Context: an optimization exercise on an open-source flow, tuned for small area and a short achievable clock period. The choices shown serve that exercise and are no tape-out recipe. At most, simulation tests tie the RTL to the original design; equivalence was not proved. Power and IR drop assume default switching activity.

==> inputs of job 8781 <==
## lw_cv_rx
module lw_cv_rx (
    input  wire        clk,
    input  wire        rst,
    input  wire [1:0]  cfg_poly,
    input  wire        cfg_refin,
    input  wire        cfg_refout,
    input  wire        cfg_xorout,
    input  wire        cfg_init,
    input  wire        cfg_order,
    input  wire [7:0]  cfg_skip,
    input  wire        in_valid,
    input  wire        in_sop,
    input  wire        in_eop,
    input  wire        in_disc,
    input  wire [3:0]  in_nbytes,
    input  wire [63:0] in_data,
    input  wire        cnt_clr,
    output reg         cv_valid,
    output reg  [1:0]  cv_res,
    output reg  [31:0] cv_last,
    output reg  [31:0] cv_units,
    output reg  [15:0] cv_fail,
    output reg  [15:0] cv_short
);
    localparam [1:0] CHK_NONE = 2'd0;
    localparam [1:0] CHK_OK   = 2'd1;
    localparam [1:0] CHK_BAD  = 2'd2;
    function [31:0] sinit;
        input [1:0] poly;
        input [3:0] d;
        begin
            case ({poly, d})
                6'd0: sinit = 32'h46AF6449;
                6'd1: sinit = 32'h339FDE2F;
                6'd2: sinit = 32'h68B932F5;
                6'd3: sinit = 32'h955A6162;
                6'd4: sinit = 32'hF50B27F7;
  ...
Settings: LEC_CHECK=0, CAP_MARGIN=20, CORE_MARGIN=2, CORE_UTILIZATION=30, PLACE_DENSITY=0.5, SLEW_MARGIN=20; clock period 33.0 ns.
standard.sh (not shown) runs the stock make flow with config.mk's settings and CLKGATE_MAP_FILE= SYNTH_SCRIPT=/design/flow/synth_recipe.tcl, a recipe that flattens the netlist after the stock synthesis.
==> flow/flow/run.sh <==
#!/bin/bash
# Layout flow: the standard flow (standard.sh) with two changes.
# 1. Synthesis maps the combinational logic with flow/abc_map.script instead of
#    ORFS's abc_speed.script, which restructures the XOR networks into much
#    larger logic. Everything else in synthesis, including the flip-flop
#    mapping, is the standard synthesis (flow/abc_synth.tcl wraps it).
# 2. The port buffers are buf_2 cells rather than the default delay buffers.
# Each tool's output goes to a log file in this folder (synth.log, layout.log)
# besides ORFS's own logs under orfs/logs.
set -euo pipefail
here=$(pwd)
export FLOW_ABC_SCRIPT=$here/flow/abc_map.script
export FLOW_STD_SYNTH=$here/synth_recipe.tcl
extra=(BUFFER_PORTS_ARGS="-buffer_cell sky130_fd_sc_hd__buf_2")
[[ -f flow/params.sh ]] && source flow/params.sh
# same make command as standard.sh, with our synthesis script, for synthesis only
sed -e "s#SYNTH_SCRIPT=[^ ]*#SYNTH_SCRIPT=$here/flow/abc_synth.tcl#" standard.sh > synth_only.sh
bash synth_only.sh synth "${extra[@]}" > synth.log 2>&1
# the rest of the standard flow reuses that synthesis
bash standard.sh finish "${extra[@]}" > layout.log 2>&1
==> flow/flow/abc_map.script <==
strash
dch
map -a -D 4000
topo
buffer -c
stime -c
upsize -c
dnsize -c
==> flow/flow/abc_synth.tcl <==
# The standard flow's synthesis script, but with the combinational logic mapped by
# abc_map.script instead of ORFS's abc_speed.script. Everything else,
# including the flip-flop mapping, is the standard synthesis.
proc abc {args} {
  set i [lsearch -exact $args -script]
  if { $i >= 0 } {
    lset args [expr { $i + 1 }] $::env(FLOW_ABC_SCRIPT)
  }
  yosys abc {*}$args
}
source $::env(FLOW_STD_SYNTH)
==> inputs of job 8537, as changes to job 8781 <==
--- a/flow/design.v
+++ b/flow/design.v
@@ -553,15 +553,18 @@
     wire       skip_big = (skip_e > {4'd0, in_nbytes});
     wire [3:0] dskip    = skip_big ? in_nbytes : skip_e[3:0];
     wire [3:0] kcnt     = in_nbytes - dskip;
     wire [7:0] skip_nx  = skip_big ? skip_e - {4'd0, in_nbytes} : 8'd0;
     wire [3:0] cnt_sum  = {1'b0, cnt_e} + kcnt;
     wire [2:0] cnt_nx   = (cnt_sum > 4'd4) ? 3'd4 : cnt_sum[2:0];
     wire       use_init = in_sop | (skip_q != 8'd0);
-    wire [31:0] s_e     = use_init ? (init_e ? sinit(poly_e, dskip) : 32'h0) : s_cur;
+    wire       skip_ge  = (skip_e[7:4] != 4'd0) | (skip_e[3:0] >= in_nbytes);
+    wire [31:0] init_a  = sinit(poly_e, in_nbytes);
+    wire [31:0] init_b  = sinit(poly_e, {1'b0, skip_e[2:0]});
+    wire [31:0] s_e     = use_init ? (init_e ? (skip_ge ? init_a : init_b) : 32'h0) : s_cur;
     reg  [63:0] bdat;
     integer j;
     always @* begin
         for (j = 0; j < 8; j = j + 1)
             bdat[63-8*j -: 8] = (skip_e > j) ? 8'h00 :
                                 (refin_e ? rev8(in_data[8*j +: 8]) : in_data[8*j +: 8]);
     end
@@ -579,15 +582,18 @@
     always @* begin
         case (poly_e)
             2'd0, 2'd1: w_e = 3'd4;
             2'd2:       w_e = 3'd2;
             default:    w_e = 3'd1;
         endcase
     end
-    wire is_short = (cnt_nx < w_e);
+    wire [3:0] cnt_all = {1'b0, cnt_e} + in_nbytes;
+    wire [3:0] skip_w  = {1'b0, skip_e[2:0]} + {1'b0, w_e};
+    wire is_short = (skip_e == 8'd0) ? (cnt_all < {1'b0, w_e}) :
+                    ((skip_e[7:3] != 5'd0) | (in_nbytes < skip_w));
     wire [31:0] rbytes = hist_q & wmask;
     wire [7:0]  h0 = refin_q ? rev8(hist_q[7:0])   : hist_q[7:0];
     wire [7:0]  h1 = refin_q ? rev8(hist_q[15:8])  : hist_q[15:8];
     wire [7:0]  h2 = refin_q ? rev8(hist_q[23:16]) : hist_q[23:16];
     wire [7:0]  h3 = refin_q ? rev8(hist_q[31:24]) : hist_q[31:24];
     reg  [31:0] rxval;
     always @* begin
==> flow/flow/abc_map.script (replaced) <==
strash
dch
map -D 4000
topo
buffer -c
stime -c
upsize -c
dnsize -c
==> flow/flow/params.sh (new file) <==
extra+=(SETUP_SLACK_MARGIN=20.5)
==> inputs of job 4572, as changes to job 8781 <==
--- a/flow/design.v
+++ b/flow/design.v
@@ -579,15 +579,18 @@
     always @* begin
         case (poly_e)
             2'd0, 2'd1: w_e = 3'd4;
             2'd2:       w_e = 3'd2;
             default:    w_e = 3'd1;
         endcase
     end
-    wire is_short = (cnt_nx < w_e);
+    wire [3:0] cnt_all = {1'b0, cnt_e} + in_nbytes;
+    wire [3:0] skip_w  = {1'b0, skip_e[2:0]} + {1'b0, w_e};
+    wire is_short = (skip_e == 8'd0) ? (cnt_all < {1'b0, w_e}) :
+                    ((skip_e[7:3] != 5'd0) | (in_nbytes < skip_w));
     wire [31:0] rbytes = hist_q & wmask;
     wire [7:0]  h0 = refin_q ? rev8(hist_q[7:0])   : hist_q[7:0];
     wire [7:0]  h1 = refin_q ? rev8(hist_q[15:8])  : hist_q[15:8];
     wire [7:0]  h2 = refin_q ? rev8(hist_q[23:16]) : hist_q[23:16];
     wire [7:0]  h3 = refin_q ? rev8(hist_q[31:24]) : hist_q[31:24];
     reg  [31:0] rxval;
     always @* begin
==> flow/flow/abc_map.script (replaced) <==
strash
dch
map -D 4000
topo
buffer -c
stime -c
upsize -c
dnsize -c
Settings changed: CORE_UTILIZATION 30 to 45, PLACE_DENSITY 0.5 to 0.65.
==> comparison table <==
metric                                               job 8781        job 8537        job 4572
Final worst-path setup slack                         19.56 ns        20.49 ns        19.37 ns
Result of the run                              finished clean  finished clean  finished clean
Unique cell type count in the Yosys netlist                66              69              68
Data arrival time at the worst-slack endpoint        13.67 ns         5.91 ns         7.03 ns
Most common cell in the netlist                        xor2_1         nand2_1         nand2_1
Well Taps                                                1368            1391             873
CP most frequent cell                                 nand2_1          xor2_1         nand2_1
Die area                                           106000 µm²      109000 µm²       70500 µm²
Power of the clock network                         0.000309 W      0.000374 W      0.000340 W
Met1 global-route usage                                 42.1%           43.9%           57.7%
Number of global-route vias before repair               27300           30400           27600
Slew at the pin with the worst max-slew slack         1.27 ns         1.15 ns         1.31 ns
RR Startpoint                                       skip_q[0]       poly_q[1]        xv_q[49]
Number of non-clock inverters                             335             409             352
The RTL of job 8781 and job 8537 was laid out without a check of its function.

========
==> v35: inputs <==
lw_cv_rx, a different RTL version from the one above (not shown whole).
==> flow/config.mk <==
export PLATFORM = sky130hd
export DESIGN_NAME = lw_cv_rx
export DESIGN_NICKNAME = lw_cv_rx
export VERILOG_FILES = /design/flow/design.v
export SDC_FILE = /design/flow/constraint.sdc
export NUM_CORES = 4
export LEC_CHECK = 0
export CAP_MARGIN = 20
export CORE_MARGIN = 2
export CORE_UTILIZATION = 30
export PLACE_DENSITY = 0.5
export SLEW_MARGIN = 20
==> flow/constraint.sdc <==
create_clock -name core_clock -period 33.0 [get_ports {clk}]
set_input_delay 6.6000 -clock core_clock [delete_from_list [all_inputs] [get_ports {clk}]]
set_output_delay 6.6000 -clock core_clock [all_outputs]
set_load 0.01 [all_outputs]
==> flow/flow/abc_map.script <==
strash
dch
map -D 4000
topo
buffer -c
stime -c
upsize -c
dnsize -c
==> flow/flow/params.sh <==
extra+=(SETUP_SLACK_MARGIN=21.0)
Scripts as last shown in full above: flow/flow/run.sh, flow/flow/abc_synth.tcl
==> v26 (differences from v35) <==
--- a/flow/design.v
+++ b/flow/design.v
@@ -552,68 +552,60 @@
     end
     wire       skip_big = (skip_e > {4'd0, in_nbytes});
     wire [3:0] dskip    = skip_big ? in_nbytes : skip_e[3:0];
     wire [3:0] kcnt     = in_nbytes - dskip;
     wire [7:0] skip_nx  = skip_big ? skip_e - {4'd0, in_nbytes} : 8'd0;
     wire [3:0] cnt_sum  = {1'b0, cnt_e} + kcnt;
     wire [2:0] cnt_nx   = (cnt_sum > 4'd4) ? 3'd4 : cnt_sum[2:0];
     wire       use_init = in_sop | (skip_q != 8'd0);
-    wire       skip_all = in_sop ? ((cfg_skip[7:4] != 4'd0) | (cfg_skip[3:0] >= in_nbytes)) :
-                          ((skip_q != 8'd0) & ((skip_q[7:4] != 4'd0) | (skip_q[3:0] >= in_nbytes)));
-    wire [31:0] s_e     = use_init ? (init_e ? sinit(poly_e, {1'b0, skip_e[2:0]}) : 32'h0) : s_cur;
-    wire [31:0] s_0     = init_e ? sinit(poly_e, 4'd0) : 32'h0;
+    wire       skip_ge  = (skip_e[7:4] != 4'd0) | (skip_e[3:0] >= in_nbytes);
+    wire [31:0] init_a  = sinit(poly_e, in_nbytes);
+    wire [31:0] init_b  = sinit(poly_e, {1'b0, skip_e[2:0]});
+    wire [31:0] s_e     = use_init ? (init_e ? (skip_ge ? init_a : init_b) : 32'h0) : s_cur;
     reg  [63:0] bdat;
     integer j;
     always @* begin
         for (j = 0; j < 8; j = j + 1)
-            bdat[63-8*j -: 8] = (in_sop ? (cfg_skip > j) : (skip_q > j)) ? 8'h00 :
+            bdat[63-8*j -: 8] = (skip_e > j) ? 8'h00 :
                                 (refin_e ? rev8(in_data[8*j +: 8]) : in_data[8*j +: 8]);
     end
-    wire [2:0]  sh      = {in_nbytes[2] ^ (in_nbytes[1] | in_nbytes[0]),
-                           in_nbytes[1] ^ in_nbytes[0], in_nbytes[0]};
-    wire [95:0] xv_sh   = {s_e, bdat} >> {sh, 3'b000};
-    wire [95:0] xv_nx   = ~in_valid ? {64'h0, s_cur} :
-                          skip_all  ? {64'h0, s_0}   : xv_sh;
+    wire [2:0]  sh      = 3'd0 - in_nbytes[2:0];           
+    wire [95:0] xv_nx   = {s_e, bdat} >> {sh, 3'b000};
     wire [31:0] hist_nx;
-    assign hist_nx[7:0]   = ~in_valid ? hist_q[7:0] : xv_sh[7:0];
-    assign hist_nx[15:8]  = ~in_valid ? hist_q[15:8] :
-                            (in_nbytes[3:1] != 3'd0) ? xv_sh[15:8] : hist_q[7:0];
-    assign hist_nx[23:16] = ~in_valid ? hist_q[23:16] :
-                            (in_nbytes[3:2] != 2'd0 || in_nbytes[1:0] == 2'd3) ? xv_sh[23:16] :
+    assign hist_nx[7:0]   = xv_nx[7:0];
+    assign hist_nx[15:8]  = (in_nbytes[3:1] != 3'd0) ? xv_nx[15:8] : hist_q[7:0];
+    assign hist_nx[23:16] = (in_nbytes[3:2] != 2'd0 || in_nbytes[1:0] == 2'd3) ? xv_nx[23:16] :
                             in_nbytes[1] ? hist_q[7:0] : hist_q[15:8];
-    assign hist_nx[31:24] = ~in_valid ? hist_q[31:24] :
-                            (in_nbytes[3:2] != 2'd0) ? xv_sh[31:24] :
+    assign hist_nx[31:24] = (in_nbytes[3:2] != 2'd0) ? xv_nx[31:24] :
                             (in_nbytes[1:0] == 2'd3) ? hist_q[7:0] :
                             in_nbytes[1] ? hist_q[15:8] : hist_q[23:16];
     reg  [2:0]  w_e;
     always @* begin
         case (poly_e)
             2'd0, 2'd1: w_e = 3'd4;
             2'd2:       w_e = 3'd2;
             default:    w_e = 3'd1;
         endcase
     end
     wire [3:0] cnt_all = {1'b0, cnt_e} + in_nbytes;
     wire [3:0] skip_w  = {1'b0, skip_e[2:0]} + {1'b0, w_e};
     wire is_short = (skip_e == 8'd0) ? (cnt_all < {1'b0, w_e}) :
                     ((skip_e[7:3] != 5'd0) | (in_nbytes < skip_w));
-    wire [31:0] a_v  = (hist_q ^ {32{xorout_q}}) & wmask;
-    wire        p_rb = refin_q ^ refout_q;
-    wire        p_sw = order_q ^ refout_q;
-    wire [7:0]  g0 = p_rb ? rev8(hist_q[7:0])   : hist_q[7:0];
-    wire [7:0]  g1 = p_rb ? rev8(hist_q[15:8])  : hist_q[15:8];
-    wire [7:0]  g2 = p_rb ? rev8(hist_q[23:16]) : hist_q[23:16];
-    wire [7:0]  g3 = p_rb ? rev8(hist_q[31:24]) : hist_q[31:24];
-    reg  [31:0] rxr;
+    wire [31:0] rbytes = hist_q & wmask;
+    wire [7:0]  h0 = refin_q ? rev8(hist_q[7:0])   : hist_q[7:0];
+    wire [7:0]  h1 = refin_q ? rev8(hist_q[15:8])  : hist_q[15:8];
+    wire [7:0]  h2 = refin_q ? rev8(hist_q[23:16]) : hist_q[23:16];
+    wire [7:0]  h3 = refin_q ? rev8(hist_q[31:24]) : hist_q[31:24];
+    reg  [31:0] rxval;
     always @* begin
         case (w_bytes)
-            3'd4:    rxr = p_sw ? {g3, g2, g1, g0} : {g0, g1, g2, g3};
-            3'd2:    rxr = p_sw ? {16'h0, g1, g0}  : {16'h0, g0, g1};
-            default: rxr = {24'h0, g0};
+            3'd4:    rxval = order_q ? {h3, h2, h1, h0} : {h0, h1, h2, h3};
+            3'd2:    rxval = order_q ? {16'h0, h1, h0}  : {16'h0, h0, h1};
+            default: rxval = {24'h0, h0};
         endcase
     end
     function [31:0] reflw;
         input [31:0] v;
         input [2:0]  wb;
         input        en;
         integer q;
         begin
@@ -624,35 +616,36 @@
                     3'd2:    for (q = 0; q < 16; q = q + 1) reflw[q] = v[15-q];
                     default: for (q = 0; q < 8;  q = q + 1) reflw[q] = v[7-q];
                 endcase
             end else begin
                 reflw = v;
             end
         end
     endfunction
-    wire [31:0] fin = reflw(s_cur ^ a_v, w_bytes, refout_q);
-    wire [31:0] tgt = a_v ^ rxr;
+    wire [31:0] xm = xorout_q ? wmask : 32'h0;
+    wire [31:0] fin = reflw(s_cur ^ rbytes, w_bytes, refout_q) ^ xm;
+    wire [31:0] tgt = rbytes ^ reflw(rxval ^ xm, w_bytes, refout_q);
     wire        is_ok = (s_cur == tgt);
     wire unit_end = in_valid & in_eop;
     always @(posedge clk) begin
         if (in_valid) begin
             if (in_sop) begin
                 poly_q   <= cfg_poly;
                 refin_q  <= cfg_refin;
                 refout_q <= cfg_refout;
                 xorout_q <= cfg_xorout;
                 init_q   <= cfg_init;
                 order_q  <= cfg_order;
             end
             skip_q <= skip_nx;
             cnt_q  <= cnt_nx;
+            xv_q   <= xv_nx;
+            hist_q <= hist_nx;
         end
-        xv_q   <= xv_nx;
-        hist_q <= hist_nx;
     end
     reg         chk_q;           
     reg  [1:0]  res_q;           
     reg  [31:0] last_q;          
     reg  [15:0] fail_q;          
     wire [15:0] fail_inc = (fail_q == 16'hFFFF) ? fail_q : fail_q + 16'd1;
     always @* begin
         cv_res  = chk_q ? (is_ok ? CHK_OK : CHK_BAD) : res_q;
removed: flow/flow/params.sh
==> v21 (differences from v35) <==
--- a/flow/design.v
+++ b/flow/design.v
@@ -552,68 +552,61 @@
     end
     wire       skip_big = (skip_e > {4'd0, in_nbytes});
     wire [3:0] dskip    = skip_big ? in_nbytes : skip_e[3:0];
     wire [3:0] kcnt     = in_nbytes - dskip;
     wire [7:0] skip_nx  = skip_big ? skip_e - {4'd0, in_nbytes} : 8'd0;
     wire [3:0] cnt_sum  = {1'b0, cnt_e} + kcnt;
     wire [2:0] cnt_nx   = (cnt_sum > 4'd4) ? 3'd4 : cnt_sum[2:0];
     wire       use_init = in_sop | (skip_q != 8'd0);
-    wire       skip_all = in_sop ? ((cfg_skip[7:4] != 4'd0) | (cfg_skip[3:0] >= in_nbytes)) :
-                          ((skip_q != 8'd0) & ((skip_q[7:4] != 4'd0) | (skip_q[3:0] >= in_nbytes)));
+    wire       skip_all = use_init & ((skip_e[7:4] != 4'd0) | (skip_e[3:0] >= in_nbytes));
     wire [31:0] s_e     = use_init ? (init_e ? sinit(poly_e, {1'b0, skip_e[2:0]}) : 32'h0) : s_cur;
     wire [31:0] s_0     = init_e ? sinit(poly_e, 4'd0) : 32'h0;
     reg  [63:0] bdat;
     integer j;
     always @* begin
         for (j = 0; j < 8; j = j + 1)
-            bdat[63-8*j -: 8] = (in_sop ? (cfg_skip > j) : (skip_q > j)) ? 8'h00 :
+            bdat[63-8*j -: 8] = (skip_e > j) ? 8'h00 :
                                 (refin_e ? rev8(in_data[8*j +: 8]) : in_data[8*j +: 8]);
     end
     wire [2:0]  sh      = {in_nbytes[2] ^ (in_nbytes[1] | in_nbytes[0]),
                            in_nbytes[1] ^ in_nbytes[0], in_nbytes[0]};
     wire [95:0] xv_sh   = {s_e, bdat} >> {sh, 3'b000};
-    wire [95:0] xv_nx   = ~in_valid ? {64'h0, s_cur} :
-                          skip_all  ? {64'h0, s_0}   : xv_sh;
+    wire [95:0] xv_nx   = skip_all ? {64'h0, s_0} : xv_sh;
     wire [31:0] hist_nx;
-    assign hist_nx[7:0]   = ~in_valid ? hist_q[7:0] : xv_sh[7:0];
-    assign hist_nx[15:8]  = ~in_valid ? hist_q[15:8] :
-                            (in_nbytes[3:1] != 3'd0) ? xv_sh[15:8] : hist_q[7:0];
-    assign hist_nx[23:16] = ~in_valid ? hist_q[23:16] :
-                            (in_nbytes[3:2] != 2'd0 || in_nbytes[1:0] == 2'd3) ? xv_sh[23:16] :
+    assign hist_nx[7:0]   = xv_sh[7:0];
+    assign hist_nx[15:8]  = (in_nbytes[3:1] != 3'd0) ? xv_sh[15:8] : hist_q[7:0];
+    assign hist_nx[23:16] = (in_nbytes[3:2] != 2'd0 || in_nbytes[1:0] == 2'd3) ? xv_sh[23:16] :
                             in_nbytes[1] ? hist_q[7:0] : hist_q[15:8];
-    assign hist_nx[31:24] = ~in_valid ? hist_q[31:24] :
-                            (in_nbytes[3:2] != 2'd0) ? xv_sh[31:24] :
+    assign hist_nx[31:24] = (in_nbytes[3:2] != 2'd0) ? xv_sh[31:24] :
                             (in_nbytes[1:0] == 2'd3) ? hist_q[7:0] :
                             in_nbytes[1] ? hist_q[15:8] : hist_q[23:16];
     reg  [2:0]  w_e;
     always @* begin
         case (poly_e)
             2'd0, 2'd1: w_e = 3'd4;
             2'd2:       w_e = 3'd2;
             default:    w_e = 3'd1;
         endcase
     end
     wire [3:0] cnt_all = {1'b0, cnt_e} + in_nbytes;
     wire [3:0] skip_w  = {1'b0, skip_e[2:0]} + {1'b0, w_e};
     wire is_short = (skip_e == 8'd0) ? (cnt_all < {1'b0, w_e}) :
                     ((skip_e[7:3] != 5'd0) | (in_nbytes < skip_w));
-    wire [31:0] a_v  = (hist_q ^ {32{xorout_q}}) & wmask;
-    wire        p_rb = refin_q ^ refout_q;
-    wire        p_sw = order_q ^ refout_q;
-    wire [7:0]  g0 = p_rb ? rev8(hist_q[7:0])   : hist_q[7:0];
-    wire [7:0]  g1 = p_rb ? rev8(hist_q[15:8])  : hist_q[15:8];
-    wire [7:0]  g2 = p_rb ? rev8(hist_q[23:16]) : hist_q[23:16];
-    wire [7:0]  g3 = p_rb ? rev8(hist_q[31:24]) : hist_q[31:24];
-    reg  [31:0] rxr;
+    wire [31:0] rbytes = hist_q & wmask;
+    wire [7:0]  h0 = refin_q ? rev8(hist_q[7:0])   : hist_q[7:0];
+    wire [7:0]  h1 = refin_q ? rev8(hist_q[15:8])  : hist_q[15:8];
+    wire [7:0]  h2 = refin_q ? rev8(hist_q[23:16]) : hist_q[23:16];
+    wire [7:0]  h3 = refin_q ? rev8(hist_q[31:24]) : hist_q[31:24];
+    reg  [31:0] rxval;
     always @* begin
         case (w_bytes)
-            3'd4:    rxr = p_sw ? {g3, g2, g1, g0} : {g0, g1, g2, g3};
-            3'd2:    rxr = p_sw ? {16'h0, g1, g0}  : {16'h0, g0, g1};
-            default: rxr = {24'h0, g0};
+            3'd4:    rxval = order_q ? {h3, h2, h1, h0} : {h0, h1, h2, h3};
+            3'd2:    rxval = order_q ? {16'h0, h1, h0}  : {16'h0, h0, h1};
+            default: rxval = {24'h0, h0};
         endcase
     end
     function [31:0] reflw;
         input [31:0] v;
         input [2:0]  wb;
         input        en;
         integer q;
         begin
@@ -624,35 +617,36 @@
                     3'd2:    for (q = 0; q < 16; q = q + 1) reflw[q] = v[15-q];
                     default: for (q = 0; q < 8;  q = q + 1) reflw[q] = v[7-q];
                 endcase
             end else begin
                 reflw = v;
             end
         end
     endfunction
-    wire [31:0] fin = reflw(s_cur ^ a_v, w_bytes, refout_q);
-    wire [31:0] tgt = a_v ^ rxr;
+    wire [31:0] xm = xorout_q ? wmask : 32'h0;
+    wire [31:0] fin = reflw(s_cur ^ rbytes, w_bytes, refout_q) ^ xm;
+    wire [31:0] tgt = rbytes ^ reflw(rxval ^ xm, w_bytes, refout_q);
     wire        is_ok = (s_cur == tgt);
     wire unit_end = in_valid & in_eop;
     always @(posedge clk) begin
         if (in_valid) begin
             if (in_sop) begin
                 poly_q   <= cfg_poly;
                 refin_q  <= cfg_refin;
                 refout_q <= cfg_refout;
                 xorout_q <= cfg_xorout;
                 init_q   <= cfg_init;
                 order_q  <= cfg_order;
             end
             skip_q <= skip_nx;
             cnt_q  <= cnt_nx;
+            xv_q   <= xv_nx;
+            hist_q <= hist_nx;
         end
-        xv_q   <= xv_nx;
-        hist_q <= hist_nx;
     end
     reg         chk_q;           
     reg  [1:0]  res_q;           
     reg  [31:0] last_q;          
     reg  [15:0] fail_q;          
     wire [15:0] fail_inc = (fail_q == 16'hFFFF) ? fail_q : fail_q + 16'd1;
     always @* begin
         cv_res  = chk_q ? (is_ok ? CHK_OK : CHK_BAD) : res_q;
==> flow/flow/params.sh (replaced) <==
extra+=(SETUP_SLACK_MARGIN=20.3)
==> qor summary <==
quantity                                                                 v26             v21             v35
Result of the run                                             finished clean  finished clean  finished clean
Antenna diodes                                                             0               0               1
Transition time of the tightest slew-check pin                      1.254 ns        1.211 ns        1.155 ns
Fraction of the mapped netlist area in adder cells                   0.01625         0.01594         0.02079
Maximum number of pins on one net before global-route repair              99              97              93
Postcts setup bufs                                                         0              17              26
Launch instance of the worst register-to-register path             poly_q[1]        xv_q[44]       poly_q[1]
DP Wirelength                                                      146500 um       144200 um       141800 um
Power density cells                                            76.33 nW/um^2   53.74 nW/um^2   45.53 nW/um^2
Plain + repair buffers                                                   283             303             313
Core ar.                                                        105600 sq um    103200 sq um     96710 sq um
Growth of design area from synthesis to finish                        10.96%          13.36%          22.06%
Dpl ws                                                              19.76 ns        20.44 ns        19.90 ns
Final cell area excluding filler cells                           35550 sq um     35240 sq um     35700 sq um
Pre-Repair DR Iteration Count                                              5               6               7
Metal1 wirelength                                                   75860 um        77290 um        74240 um
Critical path capture point                                      cv_fail[11]     cv_fail[12]      cv_fail[9]
Switching share of power                                              0.5634          0.5188          0.4773
M3 GR Usage                                                          0.07414         0.07429         0.05893
Clock share of power                                                   0.138           0.178           0.238
R2R depth                                                                 21              21              16
Number of flip-flops and latches                                         238             246             246
Hold path endpoint                                                last_q[15]        res_q[0]       last_q[5]
Cell area after placement                                        34420 sq um     33440 sq um     31540 sq um
Distinct cell type count after synthesis                                  69              78              61
Gates resized, CTS repair                                                  0              24             251
No run of this note included a check of the RTL's function; only the layout flow was run.

[static timing again, ports no longer ideal]
The flow's constraints put no driver on any port. The routed layouts listed below were extracted and timed again, unchanged, in two steps.
Step 1 sets driving cells, clkbuf_16 on the clock port and buf_2 on the other inputs (assumed; they add their load-dependent delay and slew).
Step 2, shift: input delay + t, output delay - t, t = (earliest + latest rising clock arrival at the registers) / 2. This alone moves slack from input paths to output paths.
Three values: ideal ports, drivers, drivers and shift; two values: the first two.
| run | t (ns) | setup WS [ns] | clock arrival spread, ns |
|---|---|---|---|
| job 8781 | 0.665 | 19.558 / 19.549 / 18.939 | 0.009 / 0.009 |
| job 8537 | 0.619 | 20.492 / 20.424 / 20.288 | 0.031 / 0.031 |
| job 4572 | 0.652 | 19.366 / 19.301 / 19.711 | 0.022 / 0.022 |
| v35 | 0.653 | 21.080 / 21.008 / 20.634 | 0.027 / 0.027 |
| v26 | 0.619 | 19.832 / 19.763 / 19.385 | 0.029 / 0.029 |
| v21 | 0.680 | 20.281 / 20.212 / 20.774 | 0.064 / 0.064 |
After both steps setup and hold are still met in every run listed. For job 8781, which loses most, drivers alone change the setup slack by -0.009 ns; drivers and shift together by -0.619 ns.
